Source: an optimization exercise on an open RTL-to-GDS flow (aim: small area). Production flows keep margins and buffers that such runs may drop. Only simulation tests tie the RTL to the original design; equivalence was not proved. Power and IR drop assume default switching activity.

### config.mk
export PLATFORM = sky130hd
export DESIGN_NAME = rds_group_decoder
export DESIGN_NICKNAME = rds_group_decoder
export VERILOG_FILES = /design/flow/design.v
export SDC_FILE = /design/flow/constraint.sdc
export NUM_CORES = 4
export LEC_CHECK = 0
export ABC_AREA = 1
export CAP_MARGIN = 0
export CORE_MARGIN = 2
export CORE_UTILIZATION = 40
export CTS_BUF_LIST = sky130_fd_sc_hd__clkbuf_8
export CTS_CLUSTER_SIZE = 20
export PLACE_DENSITY = 0.6
export SLEW_MARGIN = 0
### constraint.sdc
create_clock -name core_clock -period 12.0 [get_ports {clk}]
set_input_delay 2.4000 -clock core_clock [delete_from_list [all_inputs] [get_ports {clk}]]
set_output_delay 2.4000 -clock core_clock [all_outputs]
set_load 0.01 [all_outputs]
### design.v
module rds_burst_corr (
    input  wire [9:0] t,
    input  wire [3:0] c,
    input  wire       full,
    output wire [9:0] t1,
    output wire [9:0] t2,
    output wire [9:0] tn,
    output wire [2:0] hit
);
    function [9:0] xinv;               
        input [9:0] v;
        reg   [10:0] u;
        begin
            u = {1'b0, v} ^ (v[0] ? 11'h5B9 : 11'h000);
            xinv = u[10:1];
        end
    endfunction
    assign t1 = xinv(t);
    assign t2 = xinv(t1);
    assign tn = xinv(t2);
    function ok;
        input [9:0] b;
        begin
            ok = b[0] && (b[9:5] == 5'd0) && (full || b[4:2] == 3'd0);
        end
    endfunction
    wire c7 = (c == 4'd7);
    wire c8 = (c == 4'd8);
    assign hit[0] = ok(t)  && !(c8 && t[4:2] != 3'd0);
    assign hit[1] = ok(t1) && !(c7 && t1[4]) && !(c8 && t1[4:1] != 4'd0);
    assign hit[2] = ok(t2) && !(c7 && t2[4:3] != 2'd0) && !c8;
endmodule
module rds_group_decoder (
    input  wire        clk,
    input  wire        rst,           
    input  wire [1:0]  mode,          
    input  wire [1:0]  corr,          
    input  wire [3:0]  loss_n,        
    input  wire        lock,          
    input  wire        bit_valid,
    input  wire        bit_in,
    output wire [1:0]  rds_sync,      
    output reg         rec_valid,
    output wire [15:0] rec_blk_a,
    output wire [15:0] rec_blk_b,
    output wire [15:0] rec_blk_c,
    output wire [15:0] rec_blk_d,
    output wire [7:0]  rec_bstat,
    output wire [5:0]  rec_flags,
    output wire [4:0]  rec_cbits,
    output wire [15:0] rec_pi_conf,
    output wire        sync_evt,
    output reg  [2:0]  sync_off,
    output reg         loss_evt,
    output reg         loss_cause,    
    output reg         pi_evt,
    output wire [15:0] pi_new
);
    localparam [9:0] OFS_A  = 10'h0FC;
    localparam [9:0] OFS_B  = 10'h198;
    localparam [9:0] OFS_C  = 10'h168;
    localparam [9:0] OFS_CP = 10'h350;
    localparam [9:0] OFS_D  = 10'h1B4;
    localparam [9:0] OFS_E  = 10'h000;
    localparam [9:0] X26    = 10'h0EE;    
    localparam [1:0] ST_OK    = 2'd0;
    localparam [1:0] ST_SMALL = 2'd1;
    localparam [1:0] ST_LARGE = 2'd2;
    localparam [1:0] ST_BAD   = 2'd3;
    localparam [5:0] FULLCNT = 6'd52;
    localparam [2:0] S_IDLE  = 3'd0;
    localparam [2:0] S_SRCH  = 3'd1;    
    localparam [2:0] S_SYNC2 = 3'd2;    
    localparam [2:0] S_BLK   = 3'd3;    
    localparam [2:0] S_TRAP  = 3'd4;    
    localparam [2:0] S_CMT   = 3'd5;    
    function [9:0] slide;              
        input [9:0] s;
        input       bin;
        input       bout;
        reg   [10:0] u;
        begin
            u = {s, bin} ^ (s[9] ? 11'h5B9 : 11'h000);
            slide = u[9:0] ^ (bout ? X26 : 10'h000);
        end
    endfunction
    reg [51:0] sh;             
    reg [5:0]  cnt;            
    reg [9:0]  syn1;           
    reg [9:0]  syn2;           
    reg [25:0] flg;            
    reg        insync;
    reg [1:0]  pos;
    reg        egrp;
    reg        skip;
    reg [3:0]  badcnt;
    reg [7:0]  g_bst;
    reg [4:0]  g_cbits;
    reg        g_pichg, g_cprime, g_resync, g_from0;
    reg        conf_v;
    reg [15:0] conf_pi;
    reg        cand_v;
    reg [15:0] cand_pi;
    reg        cand_cur, cand_prev;
    reg [2:0]  st;
    reg [1:0]  tj;             
    reg        ttry;           
    reg        found;          
    wire [15:0] g_blk0 = sh[51:36];
    wire [9:0]  tr     = sh[35:26];                
    wire [15:0] g_blk1 = flg[15:0];
    wire [15:0] g_blk2 = {flg[25:16], syn2[5:0]};
    wire [3:0]  tc     = syn2[9:6];                
    wire rds_on  = (mode == 2'd1) || (mode == 2'd2);
    wire rbds    = (mode == 2'd2);
    wire use_cor = (corr == 2'd1) || (corr == 2'd2);
    wire full    = (corr == 2'd2);
    wire [3:0] loss_lim = (loss_n < 4'd2) ? 4'd2 : loss_n;
    wire strobe = bit_valid && rds_on;
    function [5:0] match;
        input [9:0] s;
        input       rb;
        begin
            match = {rb && s == OFS_E, s == OFS_D, s == OFS_CP, s == OFS_C,
                     s == OFS_B, s == OFS_A};
        end
    endfunction
    wire [5:0] m1 = match(syn1, rbds);
    wire [5:0] m2 = match(syn2, rbds);
    wire [1:0] slot = pos + 2'd1;
    wire       has2 = (slot == 2'd0) ? rbds : (slot == 2'd2) && !egrp;
    wire       ex1  = (slot == 2'd0) ? m1[0] :
                      egrp ? m1[5] :
                      (slot == 2'd1) ? m1[1] : (slot == 2'd2) ? m1[2] : m1[4];
    wire       ex2  = has2 && ((slot == 2'd0) ? m1[5] : m1[3]);
    function [9:0] ofs_exp;
        input [1:0] sl;
        input       eg;
        input       alt;
        begin
            case (sl)
                2'd0:    ofs_exp = alt ? OFS_E : OFS_A;
                2'd1:    ofs_exp = eg ? OFS_E : OFS_B;
                2'd2:    ofs_exp = alt ? OFS_CP : eg ? OFS_E : OFS_C;
                default: ofs_exp = eg ? OFS_E : OFS_D;
            endcase
        end
    endfunction
    wire [9:0] tr1, tr2, trn;
    wire [2:0] thit;
    rds_burst_corr u_corr (.t(tr), .c(tc), .full(full), .t1(tr1), .t2(tr2), .tn(trn), .hit(thit));
    wire [4:0] eb = (tj == 2'd0) ? tr[4:0] : (tj == 2'd1) ? tr1[4:0] : tr2[4:0];
    wire [2:0] enb = eb[0] + eb[1] + eb[2] + eb[3] + eb[4];
    wire [6:0] ebj = {2'd0, eb} << tj;
    reg [15:0] einfo;
    integer q, m;
    always @* begin
        einfo = 16'd0;
        for (q = 0; q < 16; q = q + 1)
            for (m = 0; m < 7; m = m + 1)
                if (q + 10 - m <= 24 && (q + 10 - m) % 3 == 0)
                    einfo[q] = einfo[q] | (ebj[m] && tc == (q + 10 - m) / 3);
    end
    wire        wsel = (st == S_SRCH);
    wire [15:0] wraw = wsel ? sh[51:36] : sh[25:10];
    wire [15:0] word = wraw ^ (found ? einfo : 16'd0);
    reg        tk_en;
    reg [1:0]  tk_pos;
    reg        tk_alt;         
    reg [1:0]  tk_st;
    reg [2:0]  tk_nb;
    reg        tk_a, tk_cp;    
    reg        tk_store;       
    wire search_hit = (cnt >= 6'd26) && flg[25] &&
                      ((m2[0] && m1[1]) || (m2[1] && (m1[2] || m1[3])) ||
                       ((m2[2] || m2[3]) && m1[4]) || (m2[4] && m1[0]) ||
                       (m2[5] && m1[5]));
    wire [1:0] p_new = {m1[2] || m1[3] || m1[4], m1[1] || m1[4] || m1[5]};
    always @* begin
        tk_en    = 1'b0;
        tk_pos   = slot;
        tk_alt   = 1'b0;
        tk_st    = ST_BAD;
        tk_nb    = 3'd0;
        tk_store = 1'b1;
        case (st)
            S_SRCH: begin
                tk_en    = search_hit;
                tk_st    = ST_OK;
                tk_pos   = p_new - 2'd1;
                tk_store = !m2[4];
            end
            S_SYNC2: begin
                tk_en   = 1'b1;
                tk_st   = ST_OK;
                tk_pos  = pos;
            end
            S_BLK: begin
                if (ex1) begin
                    tk_en = 1'b1; tk_st = ST_OK;
                end else if (ex2) begin
                    tk_en = 1'b1; tk_st = ST_OK; tk_alt = 1'b1;
                end else if (!use_cor) begin
                    tk_en = 1'b1;
                end
            end
            S_CMT: begin
                tk_en = 1'b1;
                if (found) begin
                    tk_alt = ttry;
                    tk_st  = (eb[4:2] == 3'd0) ? ST_SMALL : ST_LARGE;
                    tk_nb  = enb;
                end
            end
            default: ;
        endcase
        case (st)
            S_SRCH:  begin tk_a = m2[0]; tk_cp = m2[3]; end
            S_SYNC2: begin tk_a = m1[0]; tk_cp = m1[3]; end
            default: begin
                tk_a  = (slot == 2'd0) && !tk_alt;
                tk_cp = (slot == 2'd2) && tk_alt;
            end
        endcase
    end
    wire tk_pi    = tk_en && (tk_a || tk_cp) && !tk_st[1];
    wire eq_conf  = conf_v && (word == conf_pi);
    wire eq_cand  = cand_v && (word == cand_pi);
    wire pi_raise = tk_pi && !eq_conf && !eq_cand;
    wire a_diff   = !g_bst[1] && (cand_cur ? !eq_cand : !eq_conf);
    wire end_cp   = tk_pi && (st != S_SRCH) && tk_cp && (pi_raise || a_diff);
    wire [3:0] badcnt_n = (tk_st == ST_BAD) ? badcnt + 4'd1 : 4'd0;
    wire       bad_loss = badcnt_n >= loss_lim;
    wire g_act = insync && (pos != 2'd3) && !skip;
    wire ok26 = insync || cnt >= 6'd26;    
    wire ok52 = cnt == FULLCNT;            
    always @(posedge clk) begin
        rec_valid <= 1'b0;
        loss_evt  <= 1'b0;
        pi_evt    <= 1'b0;
        if (rst) begin
            cnt       <= 6'd0;
            syn1      <= 10'd0;
            syn2      <= 10'd0;
            flg       <= 26'd0;
            insync    <= 1'b0;
            pos       <= 2'd0;
            egrp      <= 1'b0;
            skip      <= 1'b0;
            badcnt    <= 4'd0;
            g_bst     <= 8'hFF;
            g_cbits   <= 5'd0;
            g_pichg   <= 1'b0;
            g_cprime  <= 1'b0;
            g_resync  <= 1'b0;
            g_from0   <= 1'b0;
            conf_v    <= 1'b0;
            cand_v    <= 1'b0;
            cand_cur  <= 1'b0;
            cand_prev <= 1'b0;
            st        <= S_IDLE;
            found     <= 1'b0;
            loss_cause <= 1'b0;
        end else begin
            if (loss_evt) begin
                flg  <= 26'd0;
                syn2 <= 10'd0;
            end
            if (rec_valid) begin
                g_bst     <= 8'hFF;
                g_cbits   <= 5'd0;
                g_pichg   <= 1'b0;
                g_cprime  <= 1'b0;
                g_resync  <= 1'b0;
                g_from0   <= 1'b0;
                cand_prev <= cand_cur;
                cand_cur  <= 1'b0;
            end
            if (strobe) begin
                sh[25:0] <= {sh[24:0], bit_in};
                syn1  <= slide(syn1, bit_in, sh[25] && ok26);
                found <= 1'b0;
                if (!insync) begin
                    sh[51:26] <= sh[50:25];
                    syn2 <= slide(syn2, sh[25] && ok26, sh[51] && ok52);
                    cnt  <= (cnt == FULLCNT) ? FULLCNT : cnt + 6'd1;
                    if (lock)
                        st  <= S_SRCH;
                    else
                        flg <= {flg[24:0], 1'b0};
                end else if (!lock) begin
                    insync     <= 1'b0;
                    cnt        <= 6'd26;
                    loss_evt   <= 1'b1;
                    loss_cause <= 1'b1;
                    rec_valid  <= g_act;
                end else if (cnt == 6'd25) begin
                    cnt <= 6'd0;
                    if (skip) begin
                        skip <= 1'b0;
                        pos  <= slot;
                    end else begin
                        st <= S_BLK;
                    end
                end else begin
                    cnt <= cnt + 6'd1;
                end
            end
            case (st)
                S_SRCH: begin
                    flg <= {flg[24:0], (cnt >= 6'd26) && (m1 != 6'd0)};
                    st  <= S_IDLE;
                    if (search_hit) begin
                        st       <= S_SYNC2;
                        insync   <= 1'b1;
                        cnt      <= 6'd0;
                        badcnt   <= 4'd0;
                        skip     <= 1'b0;
                        pos      <= p_new;
                        egrp     <= m1[5];
                        g_resync <= 1'b1;
                        g_from0  <= !p_new[1];
                    end
                end
                S_SYNC2: begin
                    st <= S_IDLE;
                end
                S_BLK: begin
                    st <= S_IDLE;
                    if (!tk_en) begin
                        st         <= S_TRAP;
                        sh[35:26]  <= syn1 ^ ofs_exp(slot, egrp, 1'b0);
                        syn2[9:6]  <= 4'd0;
                        ttry       <= 1'b0;
                    end
                end
                S_TRAP: begin
                    if (thit != 3'd0) begin
                        found <= 1'b1;
                        tj    <= thit[0] ? 2'd0 : thit[1] ? 2'd1 : 2'd2;
                        st    <= S_CMT;
                    end else if (tc == 4'd8) begin
                        if (!ttry && has2) begin
                            sh[35:26] <= syn1 ^ ofs_exp(slot, egrp, 1'b1);
                            syn2[9:6] <= 4'd0;
                            ttry      <= 1'b1;
                        end else begin
                            st <= S_CMT;
                        end
                    end else begin
                        sh[35:26] <= trn;
                        syn2[9:6] <= tc + 4'd1;
                    end
                end
                S_CMT: begin
                    st <= S_IDLE;
                end
                default: ;
            endcase
            if (tk_en) begin
                if (tk_store) begin
                    case (tk_pos)
                        2'd0: sh[51:36] <= word;
                        2'd1: flg[15:0] <= word;
                        2'd2: {flg[25:16], syn2[5:0]} <= word;
                        default: ;
                    endcase
                    g_bst[2*tk_pos +: 2] <= tk_st;
                end
                g_cbits <= g_cbits + {2'd0, tk_nb};
                if (tk_cp)
                    g_cprime <= 1'b1;
                if (tk_pi) begin
                    if (eq_conf) begin
                        cand_v    <= 1'b0;
                        cand_cur  <= 1'b0;
                        cand_prev <= 1'b0;
                    end else if (eq_cand) begin
                        if (cand_prev) begin
                            conf_v    <= 1'b1;
                            conf_pi   <= cand_pi;
                            cand_v    <= 1'b0;
                            cand_cur  <= 1'b0;
                            cand_prev <= 1'b0;
                        end else begin
                            cand_cur  <= 1'b1;
                        end
                    end else begin
                        pi_evt    <= 1'b1;
                        cand_v    <= 1'b1;
                        cand_pi   <= word;
                        cand_cur  <= 1'b1;
                        cand_prev <= 1'b0;
                        g_pichg   <= 1'b1;
                    end
                end
                if (end_cp)
                    g_pichg <= 1'b1;
                if (st == S_SYNC2) begin
                    if (pos == 2'd3) begin
                        rec_valid <= 1'b1;
                    end else if (end_cp) begin
                        rec_valid <= 1'b1;
                        skip      <= 1'b1;
                    end
                end else if (st != S_SRCH) begin
                    pos    <= slot;
                    badcnt <= badcnt_n;
                    if (slot == 2'd0) begin
                        egrp     <= tk_alt;
                        g_resync <= 1'b0;
                        g_from0  <= 1'b1;
                    end
                    if (bad_loss) begin
                        insync     <= 1'b0;
                        cnt        <= 6'd26;
                        loss_evt   <= 1'b1;
                        loss_cause <= 1'b0;
                        rec_valid  <= 1'b1;
                    end else if (slot == 2'd3) begin
                        rec_valid <= 1'b1;
                    end else if (end_cp) begin
                        rec_valid <= 1'b1;
                        skip      <= 1'b1;
                    end
                end
            end
        end
    end
    wire complete = (pos == 2'd3) && g_from0;
    assign rec_blk_a   = g_blk0;
    assign rec_blk_b   = g_blk1;
    assign rec_blk_c   = g_blk2;
    assign rec_blk_d   = word;
    assign rec_bstat   = g_bst;
    assign rec_flags   = {g_resync, egrp, g_cprime, g_pichg, !complete,
                          complete && (g_bst[1:0] != ST_BAD) && (g_bst[3:2] != ST_BAD) &&
                          (g_bst[5:4] != ST_BAD) && (g_bst[7:6] != ST_BAD)};
    assign rec_cbits   = g_cbits;
    assign rec_pi_conf = conf_v ? conf_pi : 16'd0;
    assign pi_new      = cand_pi;
    assign sync_evt = (st == S_SYNC2);
    always @* begin
        case (1'b1)
            m1[0]:   sync_off = 3'd0;
            m1[1]:   sync_off = 3'd1;
            m1[2]:   sync_off = 3'd2;
            m1[3]:   sync_off = 3'd3;
            m1[4]:   sync_off = 3'd4;
            default: sync_off = 3'd5;
        endcase
    end
    assign rds_sync = !rds_on ? 2'd0 : (insync ? 2'd2 : 2'd1);
endmodule
### flow/run.sh
#!/bin/bash
# The standard layout, with two changes:
#  - synthesis maps the logic with an area-oriented ABC script (flow/area.abc);
#    adders are left to ABC; registers, flattening and renaming are as in
#    the standard flow's own synthesis script (flow/synth_area.tcl);
#  - each input and output port gets the smallest buffer, buf_1.
set -euo pipefail
here=$(pwd)
export AREA_ABC_SCRIPT="$here/flow/area.abc"
bash standard.sh SYNTH_SCRIPT="$here/flow/synth_area.tcl" \
    BUFFER_PORTS_ARGS="-buffer_cell sky130_fd_sc_hd__buf_1" finish > standard_flow.log 2>&1
### flow/area.abc
strash
&get -n
&deepsyn -T 60
&put
dch -f
amap
topo
### flow/synth_area.tcl
# The standard flow's synthesis script (synth_recipe.tcl), with the logic mapped for area:
# ABC runs flow/area.abc instead of ORFS's script, and adders are left to ABC
# rather than extracted as half and full adder cells. Registers, flattening
# and renaming are as in the standard flow's script.
proc synth {args} { yosys synth -nofsm -noshare {*}$args }
proc extract_fa {args} {}
proc abc {args} {
  set i [lsearch -exact $args -script]
  if { $i >= 0 } { lset args [expr {$i + 1}] $::env(AREA_ABC_SCRIPT) }
  yosys abc {*}$args
}
source $::env(SCRIPTS_DIR)/synth.tcl
# left out here: clear keep_hierarchy, flatten, clean up, hide names made inside functions, write 1_2_yosys.v
### standard.sh
#!/bin/bash
# synth_recipe.tcl (not shown) runs the flow's synth.tcl, then flattens the netlist and writes it again
# the make line also repeats each setting of config.mk as NAME=value (left out here)
make -C /OpenROAD-flow-scripts/flow DESIGN_CONFIG=/design/flow/config.mk WORK_HOME=/design/flow/orfs CLKGATE_MAP_FILE= SYNTH_SCRIPT=/design/flow/synth_recipe.tcl "${@:-finish}"
==> results of run 1 <==
worst max-delay path: cells and delay by family:
| kind | cells | cell delay (ns) |
|---|---|---|
| buffers and inverters | 4 | 0.66 |
| AND/OR/NAND/NOR | 8 | 3.36 |
| AO/OA/AOI/OAI | 4 | 0.91 |
cells in the mapped netlist, types with 4 or more instances:
library cell and number:
a22oi_1 6, dfxtp_1 90, a221oi_1 9, nor4_1 9, nor2_1 156, o22ai_1 79, nor3_1 21, a21oi_1 51
o2111ai_1 4, o22a_1 39, nor2b_1 4, buf_4 26, o32ai_1 7, or4_1 6, o21ai_0 107, o211ai_1 4
a2111oi_0 5, or2_0 7, o221ai_1 11, a22o_1 6, nand4_1 6, clkinv_1 155, nand3_1 21, nand2_1 90
a211oi_1 25, or3_1 13, o21a_1 9, a31oi_1 5, o32a_1 6, edfxtp_1 87
layout make-up:
| cell class | instances | share of cell area (%) |
|---|---|---|
| Timing Repair Buffer | 155 | 6.19 |
| Clock buffer | 17 | 2.23 |
| Tap cell | 285 | 3.40 |
| Multi-Input combinational cell | 732 | 38.8 |
| Inverter | 155 | 5.54 |
| Sequential cell | 177 | 42.0 |
| Clock inverter | 15 | 1.82 |
final timing paths:
check                     from          endpoint  slack [ns]  cells after the start
min reg2reg    sh[3]$_DFFE_PP_   sh[4]$_DFFE_PP_        0.43                      0
max reg2reg  pos[1]$_SDFF_PP0_  sh[39]$_DFFE_PN_        5.91                     19
max                    mode[0]  sh[39]$_DFFE_PN_        4.96                     16
min            sh[3]$_DFFE_PP_   sh[4]$_DFFE_PP_        0.43                      0
kinds of logic (layout without fill, tap and decap cells):
group           Yosys count  after routing  synth area share (%)
simple gates            339            339                  15.8
buf+inv                 182            342                  8.43
xor+xnor                  1              1                0.0946
compound gates          392            392                  28.0
flops                   177            177                  47.6
state kept, by name, summed over array words and instances (netlist names), 2 cells and up:
register	cells
cnt	6
st	3
syn1	10
g_bst	8
g_cbits	5
tj	2
cand_pi	16
syn2	10
flg	26
sh	52
pos	2
conf_pi	16
badcnt	4
layer usage:
layer / track usage, % / up-vias
met5: 0 / -
met4: 7.78 / 0
met3: 3.33 / 63
met2: 40.0 / 511
met1: 35.3 / 4261
li1: - / 4343
stage by stage:
| stage | power [mW] | utilization [%] | cell area (um^2) | hold WS [ns] |
|---|---|---|---|---|
| after floorplan | 0.746 | - | 9260 | 0.400 |
| after global placement | 0.789 | 44.4 | 10100 | 0.402 |
| after detailed placement | 0.790 | 44.4 | 10100 | 0.407 |
| after CTS | 1.23 | 46.2 | 10500 | 0.433 |
| after global routing | 1.26 | 46.2 | 10500 | 0.445 |
| final | 1.22 | 46.2 | 10500 | 0.431 |
power by group:
part           switching (mW)  internal, mW
clock                   0.264         0.179
combinational          0.0834        0.0345
sequential             0.0146         0.646
==> results.json, run 1 <==
{
  "yosys_warnings": 2,
  "die_x_um": 156,
  "via_per_inst": 5.98,
  "wl_met3_mm": 2.51,
  "antenna_cells": 0,
  "hp-class": "flip-flop to flip-flop",
  "synth_flop_cell": "dfxtp_1",
  "worst_slack_ns": 4.96,
  "ir_drop_mv": 0.0673,
  "power_density_nw_per_um2": 116,
  "drc": 0,
  "syn_to_final_growth_pct": 13.3,
  "setup.worst_path.start_class": "primary input",
  "final_cell_mix": "clkinv_1 (155), nor2_1 (155), buf_1 (137)",
  "nFillCells": 2275,
  "final_antenna_net_count": 0,
  "antenna_found_initial": 0,
  "synth.distinct_cells": 50,
  "clock-sinks": 177,
  "grt_pass1_vias": 8236,
  "root_buffer": "clkbuf_8",
  "maxCapViolCount": 0,
  "rsz0062_at_grt": "no",
  "overflow": 0,
  "synthTopCellsByArea": "edfxtp_1 (28%), dfxtp_1 (19%), nor2_1 (6.3%), clkinv_1 (6.3%), o21ai_0 (5.8%)",
  "dp.cells": 1504,
  "drtIter0Drc": 1108,
  "cp_cell_sequence": "buf_1, clkinv_1, nand2_1, or4_1, or4_1, a21oi_1, o21ai_0, nand2_1, nor2_1, clkinv_1, o221ai_1, nor2_1, clkinv_1, nand2_1, nor2_1, a211oi_1",
  "max_freq_mhz": 142,
  "grt_usage_pct": 25.0,
  "tritoncts": "yes",
  "wl_per_cell_um": 19.9,
  "cp_slowest_cell": "nor2_1",
  "m1WireLength_mm": 13.4,
  "top_level_ports": 138,
  "worstMarginPinSlew_ns": 1.30,
  "grt_max_degree": 44,
  "post_cts_buffers": 0,
  "ys_async_sr_fraction_pct": 0,
  "worstPathRequired_ns": 12.30,
  "netlist_instances": 1091,
  "cpPeakStageDelay_ns": 1.01,
  "core_area_um2": 22700,
  "top_layer": "met4",
  "seqCellArea_um2": 4410,
  "period_minus_slack_ns": 7.04,
  "worstSetupPathType": "primary input to flip-flop",
  "clk_pin_slew_ns": 0.11,
  "multi_input_area_um2": 4070,
  "gp_congestion": 0.990,
  "syn_area_per_cell_um2": 8.49,
  "critical_path.max_fanout": 17,
  "synth_top_area_share_pct": 28.2,
  "die_h_um": 156,
  "report.final.hold_viol_count": 0,
  "final_cell_count_no_fill": 1536,
  "fin_skew_ns": 0.0242,
  "drive_gt1_share_pct": 4.08,
  "p_leak_nw": 3.27,
  "dp_slack_ns": 4.65,
  "first_pass_iters": 7,
  "finalSetupTns_ns": 0,
  "synth-seq-cells": 177,
  "syn_nets": 1104,
  "num_vias": 9178,
  "dieArea_um2": 24400,
  "holdBufCountCts": 0,
  "port_buffers": 137,
  "seq_area_frac_synth_pct": 47.6,
  "clk_latency_ns": 0.49,
  "cts_buffers": 17,
  "drt_wl_total_mm": 30.6,
  "drv_slew": 0,
  "dp_hpwl_mm": 23.0,
  "synth_edf_count": 87,
  "setup_viol": 0,
  "ctsResizeCount": 0,
  "slew_headroom_pct": 13.3,
  "clockBufferDepth": 2,
  "synth_top_area_cell": "edfxtp_1",
  "worstSetupEndpointType": "flip-flop",
  "grt_pass1_wl_mm": 47.3,
  "final_net_count": 1251,
  "status": "complete, no violations",
  "crit_arrival_ns": 7.34,
  "fin_crit_sh_pct": 58.7,
  "dr_wl_met2_mm": 13.8,
  "htree_levels": 4,
  "synth_area_um2": 9260,
  "start_util_pct": 40.8,
  "rows": 55
}
==> run 2: changes to the inputs <==
--- a/flow/run.sh
+++ b/flow/run.sh
@@ -10,2 +10,2 @@
 bash standard.sh SYNTH_SCRIPT="$here/flow/synth_area.tcl" \
-    BUFFER_PORTS_ARGS="-buffer_cell sky130_fd_sc_hd__buf_1" finish > standard_flow.log 2>&1
+    SYNTH_INSBUF=0 BUFFER_PORTS_ARGS="-buffer_cell sky130_fd_sc_hd__buf_1" finish > standard_flow.log 2>&1
--- a/config.mk
+++ b/config.mk
@@ -12,3 +12,4 @@
 export CTS_BUF_LIST = sky130_fd_sc_hd__clkbuf_8
-export CTS_CLUSTER_SIZE = 20
+export CTS_CLUSTER_SIZE = 16
+export GPL_TIMING_DRIVEN = 0
 export PLACE_DENSITY = 0.6
==> results.json, run 2 <==
{
  "status": "complete, no violations",
  "antenna_found_initial": 0,
  "grt_usage_pct": 24.9,
  "grt_pass1_vias": 8170,
  "top_layer": "met4",
  "synthTopCellsByArea": "edfxtp_1 (29%), dfxtp_1 (20%), nor2_1 (6.5%), clkinv_1 (6.4%), o21ai_0 (5.9%)",
  "fin_skew_ns": 0.0168,
  "fin_crit_sh_pct": 61.0,
  "largest_register_ff_count": 52,
  "dp_slack_ns": 3.93,
  "top_level_ports": 138,
  "wl_per_cell_um": 19.5,
  "crit_buf_inv": 4,
  "first_pass_iters": 6,
  "worstSetupEndpointType": "flip-flop",
  "ctsResizeCount": 0,
  "top_register": "sh",
  "drv_slew": 0,
  "syn_area_per_cell_um2": 8.52,
  "start_util_pct": 40.4,
  "ys_async_sr_fraction_pct": 0,
  "rows": 55,
  "path_common_cell": "clkinv_1",
  "power_density_nw_per_um2": 116,
  "dp_hpwl_mm": 22.3,
  "hp-class": "flip-flop to flip-flop",
  "synth-seq-cells": 177,
  "synth_top_area_share_pct": 28.8,
  "drc": 0,
  "ir_drop_mv": 0.0615,
  "clk_pin_slew_ns": 0.11,
  "antenna_cells": 0,
  "cts_buffers": 17,
  "synth_edf_count": 87,
  "holdBufCountCts": 0,
  "m1WireLength_mm": 13.2,
  "tritoncts": "yes",
  "die_h_um": 155,
  "dr_wl_met2_mm": 13.4,
  "layout_commonest_cell": "clkinv_1",
  "drt_wl_total_mm": 29.7,
  "seq_area_frac_synth_pct": 48.7,
  "path_delay_family": "simple AND/OR/NAND/NOR gates",
  "htree_levels": 4,
  "utilization_pct": 46.3,
  "synth_flop_cell": "dfxtp_1",
  "final_antenna_net_count": 0,
  "dieArea_um2": 23900,
  "synth.distinct_cells": 49,
  "setup_viol": 0,
  "clockBufferDepth": 2,
  "netlist_instances": 1065,
  "hold_slack_ns": 0.430,
  "gp_congestion": 0.940,
  "crit_arrival_ns": 7.42,
  "clock-sinks": 177,
  "yosysMostFrequentCell": "nor2_1",
  "period_minus_slack_ns": 7.32,
  "cp_cell_sequence": "clkinv_1, nor2_1, clkinv_1, nor2_2, clkinv_1, o22ai_1, nand2_1, o21ai_0, clkinv_1, o22ai_1, o21ai_0, a221oi_1, o221ai_1, or4_1, nand3_1, nor2_2, a21o_1, nor2_2",
  "final_cell_mix": "clkinv_1 (154), nor2_1 (151), buf_1 (138)",
  "grt_pass1_wl_mm": 46.6,
  "wl_met3_mm": 2.51,
  "finalSetupTns_ns": 0,
  "post_cts_buffers": 0,
  "p_leak_nw": 3.18,
  "cpPeakStageDelay_ns": 0.90,
  "worstSetupPathType": "flip-flop to flip-flop",
  "critical_path.max_fanout": 21,
  "syn_nets": 1078,
  "hold_start": "sh[6]$_DFFE_PP_",
  "slew_headroom_pct": 12.2,
  "clk_latency_ns": 0.48,
  "rsz0062_at_grt": "no",
  "drive_gt1_share_pct": 3.24,
  "overflow": 0,
  "synth_area_um2": 9070,
  "grt_max_degree": 46,
  "ys_top_cells_by_count": "nor2_1 (156), clkinv_1 (155), o21ai_0 (107)",
  "report.final.hold_viol_count": 0,
  "worstMarginPinSlew_ns": 1.32,
  "port_buffers": 137,
  "worstPathRequired_ns": 12.10,
  "num_vias": 8995,
  "setup.worst_path.start_class": "flip-flop",
  "worst_slack_ns": 4.68,
  "rr_startpoint": "st[0]$_SDFF_PP0_",
  "via_per_inst": 5.91,
  "synth_top_area_cell": "edfxtp_1",
  "final_net_count": 1236,
  "crit_start": "st[0]$_SDFF_PP0_",
  "syn_to_final_growth_pct": 14.4,
  "max_freq_mhz": 137,
  "maxCapViolCount": 0,
  "die_x_um": 155,
  "root_buffer": "clkbuf_8",
  "drtIter0Drc": 955,
  "yosys_warnings": 2,
  "largestRegisters": "sh x52, flg x26",
  "core_area_um2": 22400,
  "cp_slowest_cell": "clkinv_1"
}
## run 2: cell count changes in the layout (fill, tap and decap cells not counted), sizes merged
cell,delta
buf,-15
clkinv,-4
clkinvlp,+2
inv,+2
## run 2: layer usage
metal	global-route usage, %	up-vias
met3	4.15	48
li1	-	4309
met1	34.8	4205
met2	39.6	433
met4	7.54	0
met5	0	-
## run 2: worst register-to-register path, delay by kind of cell (launching register included)
family	cells	cell delay [ns]
AND/OR/NAND/NOR	7	2.76
AO/OA/AOI/OAI	7	2.07
buffers and inverters	4	1.73
flip-flops	1	0.39
## run 2: final cells by class
class / instances / area (um^2)
fillers: 2238 / 12100
flip-flops and latches: 177 / 4410
multi-input cells: 732 / 4080
inverters: 155 / 583
repair buffers: 139 / 541
well taps: 285 / 357
clock buffers: 17 / 234
clock inverters: 15 / 163
plain buffers: 1 / 3.75
## run 2: path summary, 6_finish.rpt
path                               end  slack [ns]  cells past startpoint
setup / recovery  conf_pi[5]$_DFFE_PP_        4.68                     18
hold / removal         sh[7]$_DFFE_PP_        0.43                      0
setup reg to reg  conf_pi[5]$_DFFE_PP_        4.68                     18
hold reg to reg        sh[7]$_DFFE_PP_        0.43                      0
## run 2: stage by stage
step | total power, mW | std cells | area [um^2]
finish | 1.20 | 1521 | 10400
global route | 1.24 | 1521 | 10400
CTS | 1.21 | 1521 | 10400
global placement | 0.783 | 1487 | 9940
floorplan | 0.740 | 1065 | 9070
detailed placement | 0.785 | 1489 | 9970
## run 2: where the power goes
part	total [mW]	switching [mW]	leakage (nW)	internal [mW]
Sequential	0.659	0.0126	1.53	0.646
Combinational	0.115	0.0839	1.45	0.0309
Clock	0.428	0.253	0.199	0.175
## run 2: cells by family (layout without fill, tap and decap cells)
| group | after synthesis | after routing | synth area share, % |
|---|---|---|---|
| AND/OR/NAND/NOR | 339 | 339 | 16.1 |
| AO/OA/AOI/OAI | 392 | 392 | 28.6 |
| flip-flops | 177 | 177 | 48.7 |
| buffers and inverters | 156 | 327 | 6.46 |
| XOR/XNOR | 1 | 1 | 0.0966 |
==> run 3: changes to the inputs <==
==> flow/run.sh (replaced) <==
#!/bin/bash
# The standard layout, with two changes:
#  - synthesis maps the logic with an area-oriented ABC script (flow/area.abc);
#    everything else in the synthesis (registers, flattening, renaming) is
#    the standard flow's own synthesis script, flow/synth_area.tcl only swaps ABC's script;
#  - each input and output port gets the smallest buffer, buf_1.
set -euo pipefail
here=$(pwd)
export AREA_ABC_SCRIPT="$here/flow/area.abc"
bash standard.sh SYNTH_SCRIPT="$here/flow/synth_area.tcl" \
    BUFFER_PORTS_ARGS="-buffer_cell sky130_fd_sc_hd__buf_1" finish > standard_flow.log 2>&1
==> flow/synth_area.tcl (replaced) <==
# The standard flow's synthesis script, with ABC's technology mapping run for area
proc synth {args} { yosys synth -nofsm -noshare {*}$args }
proc abc {args} {
  set i [lsearch -exact $args -script]
  if { $i >= 0 } { lset args [expr {$i + 1}] $::env(AREA_ABC_SCRIPT) }
  yosys abc {*}$args
}
source $::env(SCRIPTS_DIR)/synth.tcl
# left out here: clear keep_hierarchy, flatten, clean up, hide names made inside functions, write 1_2_yosys.v
--- a/config.mk
+++ b/config.mk
@@ -8,3 +8,3 @@
 export ABC_AREA = 1
-export CAP_MARGIN = 0
+export CAP_MARGIN = 20
 export CORE_MARGIN = 2
@@ -12,5 +12,4 @@
 export CTS_BUF_LIST = sky130_fd_sc_hd__clkbuf_8
-export CTS_CLUSTER_SIZE = 16
-export GPL_TIMING_DRIVEN = 0
+export CTS_CLUSTER_SIZE = 20
 export PLACE_DENSITY = 0.6
-export SLEW_MARGIN = 0
+export SLEW_MARGIN = 20
==> results.json, run 3 <==
{
  "port_buffers": 137,
  "ys_top_cells_by_count": "clkinv_1 (186), nor2_1 (186), o21ai_0 (97)",
  "rr_worst_depth": 18,
  "netSwitchingFraction_pct": 30.1,
  "htree_levels": 4,
  "top_register": "sh",
  "r2r_slack_ns": 5.76,
  "dp_hpwl_mm": 24.7,
  "clockPowerShare_pct": 34.3,
  "fin_crit_sh_pct": 55.5,
  "crit_arrival_ns": 7.02,
  "p_total_mw": 1.25,
  "comb_power_share_pct": 12.1,
  "power_density_nw_per_um2": 112,
  "tritoncts": "yes",
  "grt_usage_pct": 24.8,
  "clockBufferDepth": 2,
  "status": "complete, no violations",
  "worstSetupEndpointType": "flip-flop",
  "max_freq_mhz": 150,
  "ctsResizeCount": 0,
  "syn_area_per_cell_um2": 8.42,
  "die_h_um": 161,
  "setup.worst_path.start_class": "primary input",
  "clk_latency_ns": 0.49,
  "dieArea_um2": 25800,
  "setup_viol": 0,
  "top_level_ports": 138,
  "worst_slack_ns": 5.34,
  "clk_pin_slew_ns": 0.11,
  "rows": 57,
  "start_util_pct": 40.6,
  "syn_to_final_growth_pct": 13.2,
  "drv_slew": 0,
  "gp_congestion": 0.992,
  "hp-class": "flip-flop to flip-flop",
  "ir_drop_mv": 0.0732,
  "grt_pass1_wl_mm": 50.1,
  "synth_area_um2": 9820,
  "seq_area_frac_synth_pct": 45.0,
  "drt_wl_total_mm": 32.3,
  "netlist_instances": 1166,
  "grt_pass1_vias": 8942,
  "first_pass_iters": 7,
  "holdBufCountCts": 0,
  "net-switching-power_mw": 0.375,
  "clock-sinks": 177,
  "wl_per_cell_um": 19.5,
  "drc": 0,
  "layout_commonest_cell": "clkinv_1",
  "post_cts_buffers": 0,
  "p_leak_nw": 3.58,
  "die_x_um": 161,
  "finalSetupTns_ns": 0,
  "final_cell_mix": "clkinv_1 (186), nor2_1 (185), buf_1 (137)",
  "antenna_found_initial": 0,
  "cts_buffers": 17,
  "synth_top_area_cell": "edfxtp_1",
  "grt_max_degree": 31,
  "synth.distinct_cells": 53,
  "root_buffer": "clkbuf_8",
  "syn_nets": 1210,
  "overflow": 0,
  "synthTopCellsByArea": "edfxtp_1 (27%), dfxtp_1 (18%), clkinv_1 (7.1%), nor2_1 (7.1%), o22ai_1 (5.0%)",
  "largest_register_ff_count": 52,
  "report.final.hold_viol_count": 0,
  "dp_slack_ns": 4.42,
  "final_antenna_net_count": 0,
  "rsz0062_at_grt": "no",
  "drtIter0Drc": 970,
  "num_vias": 9652,
  "worstSetupPathType": "primary input to flip-flop",
  "critical_path.max_fanout": 17,
  "pwr-share-seq_pct": 53.6,
  "worstMarginPinSlew_ns": 0.864,
  "via_per_inst": 5.84,
  "synth-seq-cells": 177,
  "fin_skew_ns": 0.0203,
  "period_minus_slack_ns": 6.66,
  "ys_async_sr_fraction_pct": 0,
  "synth_top_area_share_pct": 26.6,
  "final_net_count": 1361,
  "yosys_warnings": 2,
  "largestRegisters": "sh x52, flg x26",
  "synth_edf_count": 87,
  "intPower_mw": 0.871,
  "drive_gt1_share_pct": 4.21,
  "maxCapViolCount": 0,
  "worstPathRequired_ns": 12.35,
  "slew_headroom_pct": 42.2,
  "core_area_um2": 24200,
  "holdPathStages": 0,
  "antenna_cells": 0,
  "synth_flop_cell": "dfxtp_1"
}
## run 3: through the flow
step / utilization (%) / cells / hold WS [ns] / area [um^2]
after floorplan: - / 1166 / 0.400 / 9820
after global placement: 44.3 / 1622 / 0.402 / 10700
after detailed placement: 44.3 / 1622 / 0.405 / 10700
after CTS: 46.0 / 1654 / 0.430 / 11100
after global routing: 46.0 / 1654 / 0.438 / 11100
final: 46.0 / 1654 / 0.427 / 11100
## run 3: kinds of logic after synthesis
family,after synthesis,share of synthesized area [%]
AO/OA/AOI/OAI,380,25.3
adder cells (fa/ha/maj),31,4.18
buffers and inverters,213,9.14
flip-flops,177,45.0
AND/OR/NAND/NOR,365,16.4
## run 3: area by class of cell
| class | instances | area (um^2) |
|---|---|---|
| clock buffer | 17 | 234 |
| timing repair buffer | 159 | 679 |
| inverter | 186 | 698 |
| fill | 2433 | 13100 |
| clock inverter | 15 | 165 |
| tap | 324 | 405 |
| multi-input combinational | 776 | 4520 |
| sequential | 177 | 4410 |
## run 3: final timing paths
path | start | to
setup / recovery | mode[0] | flg[12]$_SDFF_PP0_
hold / removal | sh[2]$_DFFE_PP_ | sh[3]$_DFFE_PP_
setup reg to reg | sh[26]$_DFFE_PN_ | conf_pi[1]$_DFFE_PP_
hold reg to reg | sh[2]$_DFFE_PP_ | sh[3]$_DFFE_PP_
## run 3: metal layers
layer	track usage, %	share of wire, %	vias to the layer above
met1	33.4	43	4564
met2	39.4	46	454
met3	6.25	8.9	49
met4	7.86	2.5	0
li1	-	-	4585
met5	0	0	-
## run 3: critical path: stages
cell and delay, ns:
buf_1 0.07, clkinv_1 0.04, ha_1 0.18, nand4_1 0.15
or3_1 0.48, nor3_1 0.18, nor4_1 0.07, nor3_1 0.41
nor3_1 0.13, o21ai_0 0.32, clkinv_1 0.37, or3_1 0.47
nor2b_2 0.57, clkinv_1 0.32, nand3_1 0.51, nor2_1 0.09
a21oi_1 0.14, o21ai_0 0.10
## run 3: power groups by stage
stage	Clock, mW	Sequential, mW	Combinational, mW
detailed placement	0	0.681	0.148
floorplan	0	0.675	0.0980
finish	0.427	0.667	0.151
global placement	0	0.681	0.147
CTS	0.437	0.667	0.149
global route	0.460	0.670	0.165
==> run 4: changes to the inputs <==
--- a/design.v
+++ b/design.v
@@ -54,3 +54,3 @@
     output reg         loss_evt,
-    output reg         loss_cause,    
+    output wire        loss_cause,    
     output reg         pi_evt,
@@ -98,3 +98,3 @@
     reg [4:0]  g_cbits;
-    reg        g_pichg, g_cprime, g_resync, g_from0;
+    reg        g_pichg, g_cprime, g_resync;
     reg        conf_v;
@@ -173,3 +173,3 @@
     reg        tk_store;       
-    wire search_hit = (cnt >= 6'd26) && flg[25] &&
+    wire search_hit = (cnt == FULLCNT) && flg[25] &&
                       ((m2[0] && m1[1]) || (m2[1] && (m1[2] || m1[3])) ||
@@ -240,12 +240,7 @@
         pi_evt    <= 1'b0;
-        if (rst) begin
-            cnt       <= 6'd0;
-            syn1      <= 10'd0;
-            syn2      <= 10'd0;
-            flg       <= 26'd0;
-            insync    <= 1'b0;
-            pos       <= 2'd0;
-            egrp      <= 1'b0;
-            skip      <= 1'b0;
-            badcnt    <= 4'd0;
+        if (loss_evt) begin
+            syn2   <= 10'd0;
+            flg[0] <= 1'b0;
+        end
+        if (rec_valid) begin
             g_bst     <= 8'hFF;
@@ -255,121 +250,106 @@
             g_resync  <= 1'b0;
-            g_from0   <= 1'b0;
-            conf_v    <= 1'b0;
-            cand_v    <= 1'b0;
+            cand_prev <= cand_cur;
             cand_cur  <= 1'b0;
-            cand_prev <= 1'b0;
-            st        <= S_IDLE;
-            found     <= 1'b0;
-            loss_cause <= 1'b0;
-        end else begin
-            if (loss_evt) begin
-                flg  <= 26'd0;
-                syn2 <= 10'd0;
-            end
-            if (rec_valid) begin
-                g_bst     <= 8'hFF;
-                g_cbits   <= 5'd0;
-                g_pichg   <= 1'b0;
-                g_cprime  <= 1'b0;
-                g_resync  <= 1'b0;
-                g_from0   <= 1'b0;
-                cand_prev <= cand_cur;
-                cand_cur  <= 1'b0;
-            end
-            if (strobe) begin
-                sh[25:0] <= {sh[24:0], bit_in};
-                syn1  <= slide(syn1, bit_in, sh[25] && ok26);
-                found <= 1'b0;
-                if (!insync) begin
-                    sh[51:26] <= sh[50:25];
-                    syn2 <= slide(syn2, sh[25] && ok26, sh[51] && ok52);
-                    cnt  <= (cnt == FULLCNT) ? FULLCNT : cnt + 6'd1;
-                    if (lock)
-                        st  <= S_SRCH;
-                    else
-                        flg <= {flg[24:0], 1'b0};
-                end else if (!lock) begin
-                    insync     <= 1'b0;
-                    cnt        <= 6'd26;
-                    loss_evt   <= 1'b1;
-                    loss_cause <= 1'b1;
-                    rec_valid  <= g_act;
-                end else if (cnt == 6'd25) begin
-                    cnt <= 6'd0;
-                    if (skip) begin
-                        skip <= 1'b0;
-                        pos  <= slot;
-                    end else begin
-                        st <= S_BLK;
-                    end
+        end
+        if (strobe) begin
+            sh[25:0] <= {sh[24:0], bit_in};
+            syn1  <= slide(syn1, bit_in, sh[25] && ok26);
+            found <= 1'b0;
+            if (!insync) begin
+                sh[51:26] <= sh[50:25];
+                syn2 <= slide(syn2, sh[25] && ok26, sh[51] && ok52);
+                cnt  <= (cnt == FULLCNT) ? FULLCNT : cnt + 6'd1;
+                if (lock)
+                    st  <= S_SRCH;
+                else
+                    flg <= {flg[24:0], 1'b0};
+            end else if (!lock) begin
+                insync     <= 1'b0;
+                cnt        <= 6'd26;
+                loss_evt   <= 1'b1;
+                rec_valid  <= g_act;
+            end else if (cnt == 6'd25) begin
+                cnt <= 6'd0;
+                if (skip) begin
+                    skip <= 1'b0;
+                    pos  <= slot;
                 end else begin
-                    cnt <= cnt + 6'd1;
+                    st <= S_BLK;
                 end
+            end else begin
+                cnt <= cnt + 6'd1;
             end
-            case (st)
-                S_SRCH: begin
-                    flg <= {flg[24:0], (cnt >= 6'd26) && (m1 != 6'd0)};
-                    st  <= S_IDLE;
-                    if (search_hit) begin
-                        st       <= S_SYNC2;
-                        insync   <= 1'b1;
-                        cnt      <= 6'd0;
-                        badcnt   <= 4'd0;
-                        skip     <= 1'b0;
-                        pos      <= p_new;
-                        egrp     <= m1[5];
-                        g_resync <= 1'b1;
-                        g_from0  <= !p_new[1];
-                    end
-                end
-                S_SYNC2: begin
-                    st <= S_IDLE;
+        end
+        case (st)
+            S_SRCH: begin
+                flg <= {flg[24:0], (cnt >= 6'd26) && (m1 != 6'd0)};
+                st  <= S_IDLE;
+                if (search_hit) begin
+                    st       <= S_SYNC2;
+                    insync   <= 1'b1;
+                    cnt      <= 6'd0;
+                    badcnt   <= 4'd0;
+                    skip     <= 1'b0;
+                    pos      <= p_new;
+                    egrp     <= m1[5];
+                    g_resync <= 1'b1;
                 end
-                S_BLK: begin
-                    st <= S_IDLE;
-                    if (!tk_en) begin
-                        st         <= S_TRAP;
-                        sh[35:26]  <= syn1 ^ ofs_exp(slot, egrp, 1'b0);
-                        syn2[9:6]  <= 4'd0;
-                        ttry       <= 1'b0;
-                    end
+            end
+            S_SYNC2: begin
+                st <= S_IDLE;
+            end
+            S_BLK: begin
+                st <= S_IDLE;
+                if (!tk_en) begin
+                    st         <= S_TRAP;
+                    sh[35:26]  <= syn1 ^ ofs_exp(slot, egrp, 1'b0);
+                    syn2[9:6]  <= 4'd0;
+                    ttry       <= 1'b0;
                 end
-                S_TRAP: begin
-                    if (thit != 3'd0) begin
-                        found <= 1'b1;
-                        tj    <= thit[0] ? 2'd0 : thit[1] ? 2'd1 : 2'd2;
-                        st    <= S_CMT;
-                    end else if (tc == 4'd8) begin
-                        if (!ttry && has2) begin
-                            sh[35:26] <= syn1 ^ ofs_exp(slot, egrp, 1'b1);
-                            syn2[9:6] <= 4'd0;
-                            ttry      <= 1'b1;
-                        end else begin
-                            st <= S_CMT;
-                        end
+            end
+            S_TRAP: begin
+                if (thit != 3'd0) begin
+                    found <= 1'b1;
+                    tj    <= thit[0] ? 2'd0 : thit[1] ? 2'd1 : 2'd2;
+                    st    <= S_CMT;
+                end else if (tc == 4'd8) begin
+                    if (!ttry && has2) begin
+                        sh[35:26] <= syn1 ^ ofs_exp(slot, egrp, 1'b1);
+                        syn2[9:6] <= 4'd0;
+                        ttry      <= 1'b1;
                     end else begin
-                        sh[35:26] <= trn;
-                        syn2[9:6] <= tc + 4'd1;
+                        st <= S_CMT;
                     end
+                end else begin
+                    sh[35:26] <= trn;
+                    syn2[9:6] <= tc + 4'd1;
                 end
-                S_CMT: begin
-                    st <= S_IDLE;
-                end
-                default: ;
-            endcase
-            if (tk_en) begin
-                if (tk_store) begin
-                    case (tk_pos)
-                        2'd0: sh[51:36] <= word;
-                        2'd1: flg[15:0] <= word;
-                        2'd2: {flg[25:16], syn2[5:0]} <= word;
-                        default: ;
-                    endcase
-                    g_bst[2*tk_pos +: 2] <= tk_st;
-                end
-                g_cbits <= g_cbits + {2'd0, tk_nb};
-                if (tk_cp)
-                    g_cprime <= 1'b1;
-                if (tk_pi) begin
-                    if (eq_conf) begin
+            end
+            S_CMT: begin
+                st <= S_IDLE;
+            end
+            default: ;
+        endcase
+        if (tk_en) begin
+            if (tk_store) begin
+                case (tk_pos)
+                    2'd0: sh[51:36] <= word;
+                    2'd1: flg[15:0] <= word;
+                    2'd2: {flg[25:16], syn2[5:0]} <= word;
+                    default: ;
+                endcase
+                g_bst[2*tk_pos +: 2] <= tk_st;
+            end
+            g_cbits <= g_cbits + {2'd0, tk_nb};
+            if (tk_cp)
+                g_cprime <= 1'b1;
+            if (tk_pi) begin
+                if (eq_conf) begin
+                    cand_v    <= 1'b0;
+                    cand_cur  <= 1'b0;
+                    cand_prev <= 1'b0;
+                end else if (eq_cand) begin
+                    if (cand_prev) begin
+                        conf_v    <= 1'b1;
+                        conf_pi   <= cand_pi;
                         cand_v    <= 1'b0;
@@ -377,50 +357,40 @@
                         cand_prev <= 1'b0;
-                    end else if (eq_cand) begin
-                        if (cand_prev) begin
-                            conf_v    <= 1'b1;
-                            conf_pi   <= cand_pi;
-                            cand_v    <= 1'b0;
-                            cand_cur  <= 1'b0;
-                            cand_prev <= 1'b0;
-                        end else begin
-                            cand_cur  <= 1'b1;
-                        end
                     end else begin
-                        pi_evt    <= 1'b1;
-                        cand_v    <= 1'b1;
-                        cand_pi   <= word;
                         cand_cur  <= 1'b1;
-                        cand_prev <= 1'b0;
-                        g_pichg   <= 1'b1;
                     end
+                end else begin
+                    pi_evt    <= 1'b1;
+                    cand_v    <= 1'b1;
+                    cand_pi   <= word;
+                    cand_cur  <= 1'b1;
+                    cand_prev <= 1'b0;
+                    g_pichg   <= 1'b1;
                 end
-                if (end_cp)
-                    g_pichg <= 1'b1;
-                if (st == S_SYNC2) begin
-                    if (pos == 2'd3) begin
-                        rec_valid <= 1'b1;
-                    end else if (end_cp) begin
-                        rec_valid <= 1'b1;
-                        skip      <= 1'b1;
-                    end
-                end else if (st != S_SRCH) begin
-                    pos    <= slot;
-                    badcnt <= badcnt_n;
-                    if (slot == 2'd0) begin
-                        egrp     <= tk_alt;
-                        g_resync <= 1'b0;
-                        g_from0  <= 1'b1;
-                    end
-                    if (bad_loss) begin
-                        insync     <= 1'b0;
-                        cnt        <= 6'd26;
-                        loss_evt   <= 1'b1;
-                        loss_cause <= 1'b0;
-                        rec_valid  <= 1'b1;
-                    end else if (slot == 2'd3) begin
-                        rec_valid <= 1'b1;
-                    end else if (end_cp) begin
-                        rec_valid <= 1'b1;
-                        skip      <= 1'b1;
-                    end
+            end
+            if (end_cp)
+                g_pichg <= 1'b1;
+            if (st == S_SYNC2) begin
+                if (pos == 2'd3) begin
+                    rec_valid <= 1'b1;
+                end else if (end_cp) begin
+                    rec_valid <= 1'b1;
+                    skip      <= 1'b1;
+                end
+            end else if (st != S_SRCH) begin
+                pos    <= slot;
+                badcnt <= badcnt_n;
+                if (slot == 2'd0) begin
+                    egrp     <= tk_alt;
+                    g_resync <= 1'b0;
+                end
+                if (bad_loss) begin
+                    insync     <= 1'b0;
+                    cnt        <= 6'd26;
+                    loss_evt   <= 1'b1;
+                    rec_valid  <= 1'b1;
+                end else if (slot == 2'd3) begin
+                    rec_valid <= 1'b1;
+                end else if (end_cp) begin
+                    rec_valid <= 1'b1;
+                    skip      <= 1'b1;
                 end
@@ -428,4 +398,24 @@
         end
+        if (rst) begin
+            rec_valid <= 1'b0;
+            loss_evt  <= 1'b0;
+            pi_evt    <= 1'b0;
+            cnt       <= 6'd0;
+            syn1      <= 10'd0;
+            syn2      <= 10'd0;
+            insync    <= 1'b0;
+            g_bst     <= 8'hFF;
+            g_cbits   <= 5'd0;
+            g_pichg   <= 1'b0;
+            g_cprime  <= 1'b0;
+            g_resync  <= 1'b0;
+            conf_v    <= 1'b0;
+            cand_v    <= 1'b0;
+            cand_cur  <= 1'b0;
+            cand_prev <= 1'b0;
+            st        <= S_IDLE;
+        end
     end
-    wire complete = (pos == 2'd3) && g_from0;
+    wire from0    = !g_resync || (g_bst[1:0] != ST_BAD);
+    wire complete = (pos == 2'd3) && from0;
     assign rec_blk_a   = g_blk0;
@@ -441,2 +431,3 @@
     assign pi_new      = cand_pi;
+    assign loss_cause = !(badcnt >= loss_lim);
     assign sync_evt = (st == S_SYNC2);
==> flow/run.sh (replaced) <==
#!/bin/bash
set -euo pipefail
here=$(pwd)
export AREA_ABC_SCRIPT="$here/flow/area.abc"
bash standard.sh SYNTH_SCRIPT="$here/flow/synth_area.tcl" \
    SYNTH_INSBUF=0 BUFFER_PORTS_ARGS="-buffer_cell sky130_fd_sc_hd__buf_1" \
    CTS_ARGS="-sink_clustering_enable -repair_clock_nets -sink_clustering_size 16 -buf_list sky130_fd_sc_hd__clkbuf_8 -root_buf sky130_fd_sc_hd__clkbuf_4 -dont_use_dummy_load" \
    finish > standard_flow.log 2>&1
--- a/flow/synth_area.tcl
+++ b/flow/synth_area.tcl
@@ -1,3 +1,7 @@
-# The standard flow's synthesis script, with ABC's technology mapping run for area
+# The standard flow's synthesis script (synth_recipe.tcl), with the logic mapped for area:
+# ABC runs flow/area.abc instead of ORFS's script, and adders are left to ABC
+# rather than extracted as half and full adder cells. Registers, flattening
+# and renaming are as in the standard flow's script.
 proc synth {args} { yosys synth -nofsm -noshare {*}$args }
+proc extract_fa {args} {}
 proc abc {args} {
--- a/config.mk
+++ b/config.mk
@@ -8,3 +8,3 @@
 export ABC_AREA = 1
-export CAP_MARGIN = 20
+export CAP_MARGIN = 0
 export CORE_MARGIN = 2
@@ -12,4 +12,5 @@
 export CTS_BUF_LIST = sky130_fd_sc_hd__clkbuf_8
-export CTS_CLUSTER_SIZE = 20
+export CTS_CLUSTER_SIZE = 16
+export GPL_TIMING_DRIVEN = 0
 export PLACE_DENSITY = 0.6
-export SLEW_MARGIN = 20
+export SLEW_MARGIN = 0
==> results.json, run 4 <==
{
  "maxCapViolCount": 0,
  "first_pass_iters": 7,
  "drv_slew": 0,
  "drive_gt1_share_pct": 1.84,
  "final_cell_count_no_fill": 1528,
  "gp_congestion": 0.954,
  "hold_start": "sh[7]$_DFFE_PP_",
  "synth_top_area_share_pct": 25.9,
  "cp_slowest_cell": "nor2b_1",
  "dp.cells": 1509,
  "syn_area_per_cell_um2": 8.09,
  "synth_top_area_cell": "dfxtp_1",
  "rsz0062_at_grt": "no",
  "holdBufCountCts": 0,
  "yosys_warnings": 2,
  "ir_drop_mv": 0.0667,
  "rr_worst_depth": 17,
  "grt_pass1_wl_mm": 45.6,
  "layout_commonest_cell": "nor2_1",
  "clock-sinks": 175,
  "final_cell_mix": "nor2_1 (239), clkinv_1 (148), buf_1 (137)",
  "post_cts_buffers": 0,
  "yosysMostFrequentCell": "nor2_1",
  "holdPathStages": 0,
  "report.final.hold_viol_count": 0,
  "drc": 0,
  "final_net_count": 1262,
  "via_per_inst": 5.86,
  "setup_viol": 0,
  "top_register": "sh",
  "die_h_um": 152,
  "wl_per_cell_um": 19.2,
  "synth_area_um2": 8810,
  "port_buffers": 137,
  "path_common_cell": "nor2_1",
  "crit_buf_inv": 4,
  "seqCellArea_um2": 4110,
  "r2r_slack_ns": 5.46,
  "ys_top_cells_by_count": "nor2_1 (240), clkinv_1 (148), dfxtp_1 (114)",
  "clockBufferDepth": 2,
  "timing.rr.end": "sh[36]$_DFF_P_",
  "netlist_instances": 1089,
  "synth_edf_count": 61,
  "top_level_ports": 138,
  "ctsResizeCount": 0,
  "clk_pin_slew_ns": 0.07,
  "slew_headroom_pct": 12.8,
  "worstPathRequired_ns": 12.50,
  "cts_buffers": 17,
  "drt_wl_total_mm": 29.4,
  "grt_pass1_vias": 8164,
  "nFillCells": 2232,
  "die_x_um": 152,
  "final_antenna_net_count": 0,
  "crit_arrival_ns": 8.27,
  "worstMarginPinSlew_ns": 1.30,
  "synth.distinct_cells": 45,
  "core_area_um2": 21700,
  "p_leak_nw": 3.15,
  "largest_register_ff_count": 52,
  "rows": 54,
  "seq_area_frac_synth_pct": 46.7,
  "power_density_nw_per_um2": 136,
  "cp_cell_sequence": "buf_1, nor2b_1, nand2_1, nor4_1, a31oi_1, nor4_1, nor2_1, clkinv_1, nor2_1, clkinv_1, nor2_1, or3_1, nor2b_1, clkinv_1, nand2_1, nor2_1, a221oi_1",
  "dieArea_um2": 23200,
  "critical_path.max_fanout": 13,
  "synth-seq-cells": 175,
  "largestRegisters": "sh x52, flg x26",
  "worstSetupPathType": "primary input to flip-flop",
  "syn_to_final_growth_pct": 13.0,
  "htree_levels": 4,
  "hp-class": "flip-flop to flip-flop",
  "period_minus_slack_ns": 7.76,
  "ys_async_sr_fraction_pct": 0,
  "status": "complete, no violations",
  "grt_usage_pct": 24.8,
  "utilization_pct": 45.9,
  "fin_skew_ns": 0.0576,
  "synthTopCellsByArea": "dfxtp_1 (26%), edfxtp_1 (21%), nor2_1 (10%), clkinv_1 (6.3%), o22ai_1 (4.3%)",
  "root_buffer": "clkbuf_4",
  "antenna_found_initial": 1,
  "dp_hpwl_mm": 22.6,
  "num_vias": 8952,
  "min_to": "sh[8]$_DFFE_PP_",
  "multi_input_area_um2": 4150,
  "start_util_pct": 40.6,
  "cpPeakStageDelay_ns": 1.00,
  "rr_startpoint": "st[0]$_SDFF_PP0_",
  "overflow": 0,
  "drtIter0Drc": 824,
  "tritoncts": "yes",
  "clk_latency_ns": 0.64,
  "synth_flop_cell": "dfxtp_1",
  "worstSetupEndpointType": "flip-flop",
  "setup.worst_path.start_class": "primary input",
  "path_delay_family": "simple AND/OR/NAND/NOR gates",
  "finalSetupTns_ns": 0,
  "max_freq_mhz": 129,
  "fin_crit_sh_pct": 64.7,
  "grt_max_degree": 31,
  "syn_nets": 1102
}
run 4: worst reg2reg max path, cell delays in order (launching register included):
cell and delay, ns:
dfxtp_1 0.38, clkinv_1 0.13, nor2_1 0.18, nand2_1 0.55
clkinv_1 0.70, nand4_1 0.24, nor4_1 0.49, nor2_1 0.19
clkinv_1 0.14, nor2_1 0.09, clkinv_1 0.13, nor2_1 0.12
or3_1 0.38, nor2b_1 1.00, clkinv_1 0.75, nand2_1 0.68
nor2_1 0.09, a221oi_1 0.22
run 4: power breakdown:
part / internal (mW) / switching (mW)
logic: 0.0998 / 0.195
registers: 0.680 / 0.0651
clock network: 0.121 / 0.192
total: 0.900 / 0.452
run 4: worst max-delay path by stage:
stage,start,to,slack (ns),depth (start not counted)
finish,mode[1],sh[36]$_DFF_P_,4.24,17
global route,mode[1],sh[36]$_DFF_P_,3.71,18
CTS,mode[1],sh[36]$_DFF_P_,4.33,17
detailed placement,mode[1],sh[41]$_DFF_P_,3.75,17
global placement,mode[1],sh[36]$_DFF_P_,3.78,17
floorplan,mode[1],flg[8]$_DFF_P_,5.70,16
run 4: stage by stage:
step / total power, mW / cell area [um^2] / hold slack (ns) / setup WS [ns]
6_report: 1.35 / 9950 / 0.422 / 4.24
2_1_floorplan: 0.930 / 8810 / 0.400 / 5.70
5_1_grt: 1.42 / 9950 / 0.434 / 3.71
3_3_place_gp: 1.05 / 9670 / 0.403 / 3.78
3_5_place_dp: 1.05 / 9710 / 0.406 / 3.75
4_1_cts: 1.36 / 9940 / 0.425 / 4.33
run 4: final cells by class:
class / count / share of cell area (%)
Timing Repair Buffer: 141 / 5.58
Multi-Input combinational cell: 766 / 41.7
Sequential cell: 175 / 41.3
Tap cell: 280 / 3.52
Inverter: 148 / 5.58
Antenna cell: 1 / 0.0251
Clock buffer: 17 / 2.29
run 4: cells by family after synthesis:
logic type	after synthesis	synth area share, %
buffers and inverters	148	6.31
xor gates and xnor gates	1	0.0995
AOI/OAI and AO/OA	353	27.3
DFF	175	46.7
and+or+nand+nor	412	19.6
run 4: layer usage:
metal	part of all wire [%]	vias to the layer above	GRT usage (%)
li1	-	4324	-
met1	44	4163	33.7
met2	45	396	39.3
met3	7.8	69	4.81
met4	3.7	0	9.52
met5	0	-	0
==> run 5: changes to the inputs <==
==> flow/run.sh (replaced) <==
#!/bin/bash
set -euo pipefail
here=$(pwd)
export AREA_ABC_SCRIPT="$here/flow/area.abc"
bash standard.sh SYNTH_SCRIPT="$here/flow/synth_area.tcl" \
    SYNTH_INSBUF=0 BUFFER_PORTS_ARGS="-buffer_cell sky130_fd_sc_hd__buf_1" \
    CTS_ARGS="-sink_clustering_enable -repair_clock_nets -sink_clustering_size 32 -sink_clustering_max_diameter 120 -buf_list sky130_fd_sc_hd__clkbuf_16 -root_buf sky130_fd_sc_hd__clkbuf_8 -dont_use_dummy_load" \
    finish > standard_flow.log 2>&1
==> results.json, run 5 <==
{
  "max_freq_mhz": 139,
  "antenna_found_initial": 0,
  "worst_slack_ns": 4.79,
  "clk_pin_slew_ns": 0.05,
  "syn_nets": 1088,
  "setup.worst_path.start_class": "primary input",
  "maxCapViolCount": 0,
  "cts_buffers": 17,
  "critical_path.max_fanout": 14,
  "synth_area_um2": 8740,
  "largestRegisters": "sh x52, flg x26",
  "final_cell_count_no_fill": 1511,
  "synthTopCellsByArea": "dfxtp_1 (26%), edfxtp_1 (21%), nor2_1 (10%), clkinv_1 (6.4%), o22ai_1 (5.9%)",
  "drive_gt1_share_pct": 1.71,
  "tritoncts": "yes",
  "finalSetupTns_ns": 0,
  "grt_pass1_vias": 8229,
  "worstPathRequired_ns": 12.44,
  "antenna_cells": 0,
  "port_buffers": 137,
  "dp_slack_ns": 4.36,
  "yosys_warnings": 2,
  "hp-class": "flip-flop to flip-flop",
  "worstSetupPathType": "primary input to flip-flop",
  "root_buffer": "clkbuf_8",
  "top_level_ports": 138,
  "report.final.hold_viol_count": 0,
  "design_area_um2": 10100,
  "synth_top_area_share_pct": 26.1,
  "seq_area_frac_synth_pct": 47.1,
  "die_x_um": 152,
  "yosysMostFrequentCell": "nor2_1",
  "die_h_um": 152,
  "gp_congestion": 0.946,
  "p_leak_nw": 3.27,
  "post_cts_buffers": 0,
  "layout_commonest_cell": "nor2_1",
  "drt_wl_total_mm": 28.3,
  "r2r_slack_ns": 5.23,
  "wl_per_cell_um": 18.7,
  "final_cell_mix": "nor2_1 (241), clkinv_1 (148), buf_1 (137)",
  "first_pass_iters": 5,
  "synth-seq-cells": 175,
  "ctsResizeCount": 0,
  "rsz0062_at_grt": "no",
  "netlist_instances": 1075,
  "fin_skew_ns": 0.0323,
  "htree_levels": 4,
  "ys_top_cells_by_count": "nor2_1 (242), clkinv_1 (148), dfxtp_1 (114)",
  "drtIter0Drc": 900,
  "setup_viol": 0,
  "num_vias": 8907,
  "worstSetupEndpointType": "flip-flop",
  "fin_crit_sh_pct": 60.1,
  "worstMarginPinSlew_ns": 1.33,
  "hold_start": "sh[9]$_DFFE_PP_",
  "place_area_um2": 9640,
  "grt_pass1_wl_mm": 45.5,
  "clock-sinks": 175,
  "drv_slew": 0,
  "top_register": "sh",
  "final_net_count": 1246,
  "period_minus_slack_ns": 7.21,
  "grt_max_degree": 32,
  "rr_startpoint": "st[2]$_SDFF_PP0_",
  "syn_area_per_cell_um2": 8.13,
  "largest_register_ff_count": 52,
  "ys_async_sr_fraction_pct": 0,
  "rows": 54,
  "clk_latency_ns": 0.56,
  "power_density_nw_per_um2": 150,
  "synth_flop_cell": "dfxtp_1",
  "dieArea_um2": 23100,
  "start_util_pct": 40.4,
  "synth.distinct_cells": 46,
  "final_antenna_net_count": 0,
  "crit_start": "mode[0]",
  "clockBufferDepth": 2,
  "core_area_um2": 21600,
  "hold_slack_ns": 0.420,
  "holdBufCountCts": 0,
  "slew_headroom_pct": 11.5,
  "synth_edf_count": 61,
  "drc": 0,
  "dp_hpwl_mm": 21.7,
  "synth_top_area_cell": "dfxtp_1",
  "ir_drop_mv": 0.0751,
  "overflow": 0,
  "syn_to_final_growth_pct": 15.1,
  "dp.cells": 1494,
  "crit_arrival_ns": 7.65,
  "grt_usage_pct": 24.4,
  "status": "complete, no violations",
  "via_per_inst": 5.89
}
==> run 5: worst max-delay path, stage by stage <==
cell and delay [ns]:
buf_1 0.07, clkinv_1 0.05, nand2_1 0.12, or4_1 0.49
nor3_1 0.57, a31oi_1 0.17, nor4_1 0.47, nor2_1 0.26
clkinv_1 0.13, nor2_1 0.11, clkinv_1 0.12, o21ai_0 0.16
nor2b_1 0.85, clkinv_1 0.74, nand2_1 0.58, nor2_1 0.08
a211oi_1 0.25
==> run 5: final cells by class <==
class                   count  area [um^2]
clock buffers              17          414
multi-input cells         752         4080
repair buffers            139          544
fillers                  2181        11600
well taps                 280          350
inverters                 148          556
flip-flops and latches    175         4110
==> run 5: final timing paths <==
| path | endpoint | depth (start not counted) |
|---|---|---|
| min | sh[10]$_DFFE_PP_ | 0 |
| max | sh[43]$_DFF_P_ | 17 |
| min reg2reg | sh[10]$_DFFE_PP_ | 0 |
| max reg2reg | rec_valid$_SDFF_PP0_ | 17 |
==> run 5: routing by layer <==
layer	GRT usage [%]	wire (um)	vias to the layer above
met3	4.02	1930	55
li1	-	-	4300
met1	34.7	13100	4202
met5	0	0	-
met2	38.7	12700	350
met4	6.85	601	0
==> run 5: through the flow <==
stage | total power, mW | utilization (%)
global route | 1.58 | 46.5
detailed placement | 1.07 | 44.6
global placement | 1.07 | 44.4
finish | 1.51 | 46.5
floorplan | 0.953 | -
CTS | 1.51 | 46.5
==> run 5: kinds of logic (layout without fill, tap and decap cells) <==
group                  Yosys count  after routing  share of synthesized area, %
and+or+nand+nor                408            408                          19.9
AOI/OAI and AO/OA              344            344                          26.7
DFF                            175            175                          47.1
buffers and inverters          148            304                          6.36
==> run 5: report_power, final <==
group	leakage (nW)	internal (mW)	switching [mW]	total [mW]
Clock	0.204	0.236	0.211	0.447
Combinational	1.58	0.106	0.202	0.308
Sequential	1.50	0.684	0.0717	0.756

-- port drivers added, routing unchanged --
In the flow no input, the clock included, has a driving cell. The finished layouts below were timed again as built, in two steps. Step 1: set_driving_cell puts a clkbuf_16 on clk and a buf_2 on each other input, an assumption about the parent block. Step 2 times the ports against the registers' clock, not the clock port: input delays grow and output delays shrink by t, the midpoint of the rising clock arrivals with the driver on. Slacks: ideal ports / drivers / drivers and shift; pairs: ideal ports / drivers.
| run | shift t [ns] | setup slack, ns | worst data-port slew with drivers (ns) |
|---|---|---|---|
| run 1 | 0.520 | 4.959 / 4.983 / 4.463 | 0.04 |
| run 2 | 0.512 | 4.681 / 4.681 / 4.552 | 0.03 |
| run 3 | 0.514 | 5.336 / 5.350 / 4.836 | 0.03 |
| run 4 | 0.653 | 4.236 / 4.257 / 3.604 | 0.03 |
| run 5 | 0.587 | 4.793 / 4.811 / 4.223 | 0.05 |
After both steps every run listed still meets setup and hold. For run 4, which loses most, drivers alone change the setup slack by +0.021 ns; drivers and shift together by -0.632 ns.
